This is an optimization exercise on Yosys and OpenROAD, whose aim is a short achievable clock period and few clock cycles per item, not a production implementation.
The RTL was checked by simulation tests, not by an equivalence proof against the original design.
Power and IR drop assume default switching activity.

===== flow/design.v =====
module galley_decoder (
    input  wire        clk,
    input  wire        rst,
    input  wire        start,
    input  wire [1:0]  exp_ratio,
    input  wire [12:0] exp_len,
    output wire        busy,
    input  wire        in_valid,
    input  wire [31:0] in_data,
    output wire        in_ready,
    output wire        wr_en,
    output wire [11:0] wr_addr,
    output wire [7:0]  wr_data,
    output wire        rd_en,
    output wire [11:0] rd_addr,
    input  wire [7:0]  rd_data,
    output reg         done,
    output reg         ok,
    output reg  [2:0]  fail_check,
    output reg  [12:0] len_out
);
    localparam [3:0] S_IDLE  = 4'd0,
                     S_HDR   = 4'd1,
                     S_TOK   = 4'd2,
                     S_MB1   = 4'd3,
                     S_MB2   = 4'd4,
                     S_LIT   = 4'd5,
                     S_CRD   = 4'd6,
                     S_CWR   = 4'd7,
                     S_PAD   = 4'd8,
                     S_TRL   = 4'd9,
                     S_DRAIN = 4'd10;
    reg [3:0]  state;
    reg [1:0]  ratio;
    reg [12:0] elen;
    reg [12:0] len;
    reg [31:0] wbuf;
    reg        wbuf_v;
    reg [1:0]  widx;
    reg [11:0] pos;
    reg [55:0] hdr;
    reg [12:0] out_cnt;
    reg [8:0]  cnt;
    reg [3:0]  dhi;
    reg        islong;
    reg [12:0] mdist;
    reg [31:0] crc;
    reg [23:0] trl;
    reg [2:0]  fcode;
    reg [11:0] gsize;
    always @(*) begin
        case (ratio)
            2'd1:    gsize = 12'd2048;
            2'd2:    gsize = 12'd3072;
            default: gsize = 12'd3584;
        endcase
    end
    wire [11:0] lim  = gsize - 12'd4;
    wire [11:0] last = gsize - 12'd1;
    wire       b_valid = wbuf_v;
    wire [7:0] b       = wbuf[8*widx +: 8];
    reg take;
    always @(*) begin
        case (state)
            S_HDR, S_MB1, S_MB2, S_LIT, S_TRL, S_DRAIN:
                take = b_valid;
            S_TOK:
                take = b_valid && (out_cnt != len) && (pos < lim);
            S_PAD:
                take = b_valid && (pos != lim);
            default:
                take = 1'b0;
        endcase
    end
    assign busy     = (state != S_IDLE);
    assign in_ready = busy && (!wbuf_v || (take && widx == 2'd3));
    assign wr_en   = (state == S_LIT && b_valid) || (state == S_CWR);
    assign wr_addr = out_cnt[11:0];
    assign wr_data = (state == S_CWR) ? rd_data : b;
    assign rd_en   = (state == S_CRD);
    assign rd_addr = out_cnt[11:0] - mdist[11:0];
    function [31:0] crc32c_byte;
        input [31:0] c;
        input [7:0]  d;
        integer k;
        reg [31:0] x;
        begin
            x = c ^ {24'd0, d};
            for (k = 0; k < 8; k = k + 1)
                x = x[0] ? ((x >> 1) ^ 32'h82F63B78) : (x >> 1);
            crc32c_byte = x;
        end
    endfunction
    wire [7:0]  h0 = hdr[7:0];
    wire [7:0]  h1 = hdr[15:8];
    wire [7:0]  h2 = hdr[23:16];
    wire [7:0]  h3 = hdr[31:24];
    wire [7:0]  h4 = hdr[39:32];
    wire [7:0]  h5 = hdr[47:40];
    wire [7:0]  h6 = hdr[55:48];
    wire [15:0] hlen = {b, h6};
    wire chk1 = (h0 == 8'h59) && (h1 == 8'h47) && (h2 == 8'h01) && (h5 == 8'h00);
    wire chk2 = (h3 == {6'd0, ratio});
    wire chk3 = ((elen == 13'd0) || (hlen == {3'd0, elen})) &&
                (hlen >= 16'd1) && (hlen <= 16'd4096) &&
                (h4[0] == (hlen < 16'd4096)) && (h4[7:1] == 7'd0);
    wire [8:0]  lit_n    = {1'b0, b} + 9'd1;
    wire        b_long   = (b[7:4] == 4'hF);
    wire [12:0] tok_size = b[7] ? (b_long ? 13'd3 : 13'd2) : ({4'd0, lit_n} + 13'd1);
    wire [12:0] mb1_dist = {1'b0, dhi, b} + 13'd1;
    wire [8:0]  mb2_len  = {1'b0, b} + 9'd10;
    always @(posedge clk) begin
        done <= 1'b0;
        if (rst) begin
            state      <= S_IDLE;
            wbuf_v     <= 1'b0;
            widx       <= 2'd0;
            ok         <= 1'b0;
            fail_check <= 3'd0;
            len_out    <= 13'd0;
        end else begin
            if (in_valid && in_ready) begin
                wbuf   <= in_data;
                wbuf_v <= 1'b1;
                widx   <= 2'd0;
            end else if (take) begin
                widx <= widx + 2'd1;
                if (widx == 2'd3)
                    wbuf_v <= 1'b0;
            end
            if (take)
                pos <= pos + 12'd1;
            if (wr_en)
                crc <= crc32c_byte(crc, wr_data);
            case (state)
                S_IDLE: begin
                    if (start) begin
                        ratio   <= exp_ratio;
                        elen    <= exp_len;
                        pos     <= 12'd0;
                        out_cnt <= 13'd0;
                        crc     <= 32'hFFFFFFFF;
                        fcode   <= 3'd0;
                        wbuf_v  <= 1'b0;
                        state   <= S_HDR;
                    end
                end
                S_HDR: begin
                    if (take) begin
                        if (pos[2:0] == 3'd7) begin
                            if (!chk1) begin
                                fcode <= 3'd1;
                                state <= S_DRAIN;
                            end else if (!chk2) begin
                                fcode <= 3'd2;
                                state <= S_DRAIN;
                            end else if (!chk3) begin
                                fcode <= 3'd3;
                                state <= S_DRAIN;
                            end else begin
                                len   <= hlen[12:0];
                                state <= S_TOK;
                            end
                        end else begin
                            hdr[8*pos[2:0] +: 8] <= b;
                        end
                    end
                end
                S_TOK: begin
                    if (out_cnt == len) begin
                        state <= S_PAD;
                    end else if (pos >= lim) begin
                        fcode <= 3'd4;
                        state <= S_DRAIN;
                    end else if (take) begin
                        if ({1'b0, pos} + tok_size > {1'b0, lim}) begin
                            fcode <= 3'd4;
                            state <= S_DRAIN;
                        end else if (!b[7]) begin
                            if (out_cnt + {4'd0, lit_n} > len) begin
                                fcode <= 3'd4;
                                state <= S_DRAIN;
                            end else begin
                                cnt   <= lit_n;
                                state <= S_LIT;
                            end
                        end else begin
                            dhi    <= b[3:0];
                            islong <= b_long;
                            cnt    <= {6'd0, b[6:4]} + 9'd3;
                            state  <= S_MB1;
                        end
                    end
                end
                S_MB1: begin
                    if (take) begin
                        mdist <= mb1_dist;
                        if (islong) begin
                            state <= S_MB2;
                        end else if (mb1_dist > out_cnt || out_cnt + {4'd0, cnt} > len) begin
                            fcode <= 3'd4;
                            state <= S_DRAIN;
                        end else begin
                            state <= S_CRD;
                        end
                    end
                end
                S_MB2: begin
                    if (take) begin
                        cnt <= mb2_len;
                        if (mdist > out_cnt || out_cnt + {4'd0, mb2_len} > len) begin
                            fcode <= 3'd4;
                            state <= S_DRAIN;
                        end else begin
                            state <= S_CRD;
                        end
                    end
                end
                S_LIT: begin
                    if (take) begin
                        out_cnt <= out_cnt + 13'd1;
                        cnt     <= cnt - 9'd1;
                        if (cnt == 9'd1)
                            state <= S_TOK;
                    end
                end
                S_CRD: begin
                    state <= S_CWR;
                end
                S_CWR: begin
                    out_cnt <= out_cnt + 13'd1;
                    cnt     <= cnt - 9'd1;
                    if (cnt == 9'd1)
                        state <= S_TOK;
                    else
                        state <= S_CRD;
                end
                S_PAD: begin
                    if (pos == lim) begin
                        state <= S_TRL;
                    end else if (take && b != 8'h00) begin
                        fcode <= 3'd5;
                        state <= S_DRAIN;
                    end
                end
                S_TRL: begin
                    if (take) begin
                        trl <= {b, trl[23:8]};
                        if (pos == last) begin
                            done       <= 1'b1;
                            ok         <= ({b, trl} == ~crc);
                            fail_check <= ({b, trl} == ~crc) ? 3'd0 : 3'd6;
                            len_out    <= ({b, trl} == ~crc) ? len : 13'd0;
                            state      <= S_IDLE;
                        end
                    end
                end
                S_DRAIN: begin
                    if (take && pos == last) begin
                        done       <= 1'b1;
                        ok         <= 1'b0;
                        fail_check <= fcode;
                        len_out    <= 13'd0;
                        state      <= S_IDLE;
                    end
                end
                default: state <= S_IDLE;
            endcase
        end
    end
endmodule

===== flow/run.sh =====
#!/bin/bash
# synth_recipe.tcl (not shown) runs the flow's synth.tcl, then flattens the netlist and writes it again
# the make line also repeats each setting of config.mk as NAME=value (left out here)
make -C /OpenROAD-flow-scripts/flow DESIGN_CONFIG=/design/flow/config.mk WORK_HOME=/design/flow/orfs CLKGATE_MAP_FILE= SYNTH_SCRIPT=/design/flow/synth_recipe.tcl finish

===== flow/config.mk =====
export PLATFORM = sky130hd
export DESIGN_NAME = galley_decoder
export DESIGN_NICKNAME = galley_decoder
export VERILOG_FILES = /design/flow/design.v
export SDC_FILE = /design/flow/constraint.sdc
export NUM_CORES = 4
export LEC_CHECK = 0
export CAP_MARGIN = 20
export CORE_MARGIN = 2
export CORE_UTILIZATION = 40
export PLACE_DENSITY = 0.6
export SLEW_MARGIN = 20

===== flow/constraint.sdc =====
create_clock -name core_clock -period 8.0 [get_ports {clk}]
set_input_delay 1.6000 -clock core_clock [delete_from_list [all_inputs] [get_ports {clk}]]
set_output_delay 1.6000 -clock core_clock [all_outputs]
set_load 0.01 [all_outputs]

==> impl_metrics.tcl <==
set metrics [dict create \
    outcome "complete, no violations" \
    hold_violations 0 \
    hpwl_um 35400 \
    ir_worst_vdd_mv 0.196 \
    worst-r2r-setup-slack_ns 0.65 \
    fin_skew_ns 0.0243 \
    fill_cells 3718 \
    hp-class "reg2reg" \
    worstReg2RegEnd "cnt[8]" \
    multiInputGateArea_mm2 0.00878 \
    netSwitchingFraction 0.380 \
    ant_nets 0 \
    setup_viol 0 \
    instances_no_fill 2239 \
    globalRouteTotalUtil 0.214 \
    yosysMostFrequentCell "edfxtp_1" \
    cts_tree "built" \
    path_class "reg2reg" \
    num_rows 74 \
    cp_max_fo 11 \
    critPathLaunchType "flop" \
    syn_avg_cell_area_um2 10.6 \
    finalMaxSlewViolations 0 \
    max_freq_ghz 0.136 \
    yosysSeqAreaShare 0.437 \
    ff2ff_path_depth 25 \
    htreeDepth 1 \
    fp.dieW_um 209 \
    area_delta_synth_final_pct 16.1 \
    max_cap_violations 0 \
    period_share 0.919 \
    drt-total-wl_um 47200 \
    cts_buffers 29 \
    ys.flop_type "edfxtp_1" \
    synthArstFlopShare 0 \
    finalPower_uw 5490 \
    dp_cells 2185 \
    synthCells 1576 \
    start_util 0.408 \
    synth_fp_nets 1779 \
    antenna_found_initial 0 \
    synth_edf_count 227 \
    die_y_um 209 \
    p_leak_uw 0.00735 \
    synth.area.top_cells "edfxtp_1 (41%), ha_1 (10%), xnor2_1 (7.8%), xor2_1 (3.1%), dfxtp_1 (3.0%)" \
    gr-total-overflow 0 \
    intPower_uw 3410 \
    regArea_mm2 0.00732 \
    p_per_area_mw_per_mm2 283 \
    worstPathArrival_ns 7.55 \
    firstDrtPassIters 5 \
    fin_nets 1887 \
    critPathRequiredTime_ns 8.20 \
    clockBufferDepth 3 \
    netSwitchingPower_uw 2090 \
    num_io_pins 113 \
    place_congestion 0.920 \
    core-area_mm2 0.0410 \
    clkLatencyLatePin_ns 0.59 \
    post_drt_via_cell_ratio 5.63 \
    vias 12600 \
    path_clk_slew_ns 0.06 \
    synthesis.area_mm2 0.0167 \
    io_buffers 112 \
    yosysWarningCount 1 \
    hold_path_startpoint "len_out[11]" \
    hold_buffers 0 \
    drc 0 \
    die_area_mm2 0.0435 \
    p_clk_frac 0.251 \
    p_seq_frac 0.318 \
    grt_pass1_wl_um 72700 \
    worstMarginPinSlew_ns 1.02 \
    fin_setup_tns_ns 0 \
    drive_above_1_share 0.0697 \
    cts_sinks 252 \
    holdPathStages 2 \
    end_kind "flop" \
    n_antenna_cell 0 \
    holdPathEnd "len_out[11]" \
    synth_cell_types 73 \
    clock_tree.root_cell "clkbuf_16" \
    post-cts-setup-buffers 0 \
    synth_top_area_share 0.407 \
    avgRoutedWirePerCell_um 21.1 \
    synth-seq-cells 252 \
    layout_min_cycle_time_ns 7.35 \
    synth_commonest_cells "edfxtp_1 (227), xnor2_1 (149), ha_1 (139), nor2_1 (130), inv_1 (101)" \
    grt_max_degree 57 \
    grt_pass1_vias 12300 \
    pwr-share-comb 0.431 \
    slew_headroom 0.318 \
    synth_top_cell_by_area "edfxtp_1" \
    drt_iter0_drc 1255 \
    rsz0062_at_grt "false" \
    postCtsResizedCells 0 \
    timing.rr.start "widx[0]" \
]
## logic make-up (layout without fill, tap and decap cells)
group,Yosys count,in the layout,share of synthesized area
adders and majority gates,144,144,0.110
xor gates and xnor gates,226,226,0.129
AOI/OAI and AO/OA,331,331,0.134
other,1,1,0.000224
muxes,22,22,0.0203
buffers and inverters,160,291,0.0398
DFF,252,252,0.437
and+or+nand+nor,440,440,0.129
## power by group through the flow
| stage | sequential (uW) | combinational [uW] | clock [uW] |
|---|---|---|---|
| after floorplan | 1680 | 1760 | 0 |
| after detailed placement | 1770 | 2350 | 0 |
| after global placement | 1770 | 2330 | 0 |
| after CTS | 1750 | 2370 | 1400 |
| final | 1750 | 2370 | 1380 |
| after global routing | 1760 | 2610 | 1460 |
## per-stage QoR
stage / cell area [um^2] / setup slack, ns / utilization / hold slack, ns
2_1_floorplan: 16700 / 0.628 / - / 0.448
6_report: 19400 / 0.646 / 0.474 / 0.474
5_1_grt: 19400 / 0.0555 / 0.474 / 0.481
3_5_place_dp: 18400 / 0.685 / 0.450 / 0.460
4_1_cts: 19400 / 0.614 / 0.474 / 0.476
3_3_place_gp: 18400 / 0.873 / 0.450 / 0.441
## state kept, by name (all words and copies together), names as in the netlist, 2 cells and up
| register | flops |
|---|---|
| hdr | 56 |
| crc | 32 |
| wbuf | 32 |
| trl | 24 |
| elen | 13 |
| len | 13 |
| len_out | 13 |
| mdist | 13 |
| out_cnt | 13 |
| pos | 12 |
| cnt | 9 |
| dhi | 4 |
| state | 4 |
| fail_check | 3 |
| fcode | 3 |
| ratio | 2 |
| widx | 2 |
## worst max-delay path: stages, from the launching register on
cell and delay [ns]:
dfxtp_1 0.70, mux4_2 0.62, ha_1 0.31, and3_1 0.20
nand2_1 0.07, xnor2_1 0.65, nand2_1 0.12, or3_1 0.37
a21oi_1 0.17, ha_1 0.31, nand2_1 0.11, nand2b_1 0.08
a2bb2oi_1 0.24, nand2b_1 0.09, a21oi_1 0.24, nor2b_1 0.08
o21ai_0 0.21, xnor2_1 0.11, ha_1 0.30, nand3_1 0.08
nor3_1 0.17, nand3_1 0.11, nor3_1 0.19, a31oi_1 0.25
o31a_1 0.33, nor4b_2 0.84
## worst max path at each step
stage,start,depth (start not counted),to,slack [ns]
2_1_floorplan,rst,4,hdr[0],0.63
3_3_place_gp,widx[0],25,cnt[4],0.87
3_5_place_dp,widx[0],25,cnt[7],0.69
4_1_cts,widx[0],25,cnt[6],0.61
5_1_grt,widx[0],25,cnt[6],0.06
6_report,widx[0],25,cnt[8],0.65
## cells in the final DEF, fill, tap and decap left out, types with 27 or more instances in the layout
cell type,count
xor2_1,60
edfxtp_1,227
nor2_1,126
nand2_1,92
nand4_1,27
o21ai_0,59
inv_1,100
a21oi_1,80
clkbuf_16,29
nand3_1,39
nor3_1,36
ha_1,139
a22o_1,57
xnor2_1,149
clkdlybuf4s50_1,112
## cell type report
cell class	instances	area share
flip-flops and latches	252	0.377
clock buffers	31	0.0377
repair buffers	135	0.0666
multi-input cells	1164	0.452
well taps	532	0.0343
clock inverters	23	0.0130
inverters	102	0.0197
## routing by layer
metal  part of all wire  vias to the layer above  track usage
met5                  0                        -            0
met4              0.021                        0       0.0521
met3              0.048                       66       0.0214
met2               0.47                      314        0.349
met1               0.46                     6237        0.305
li1                   -                     5986            -
Testbench counts, summed over its fixed seeds: cycles 660,316, galleys 72.

==> afterwards: timing with drivers on the ports <==
How much do the figures lean on ideal ports? The routed layout below was timed once more, with nothing changed but the port constraints.
Step 1 assumes that a clkbuf_16 drives the clock port and a buf_2 every other input.
Step 2 times the ports against the registers' clock, not the clock port: input delays grow and output delays shrink by t, the midpoint of the rising clock arrivals with the driver on.
Three values: ideal, step 1, step 2; two values: the first two.
t (ns): 0.633
setup slack, ns: 0.646 / 0.646 / 0.646
worst slew at a driven data input, ns: 0.05
After both steps setup and hold are still met in this run. For this run, drivers alone change the setup slack by 0.000 ns; drivers and shift together by 0.000 ns.
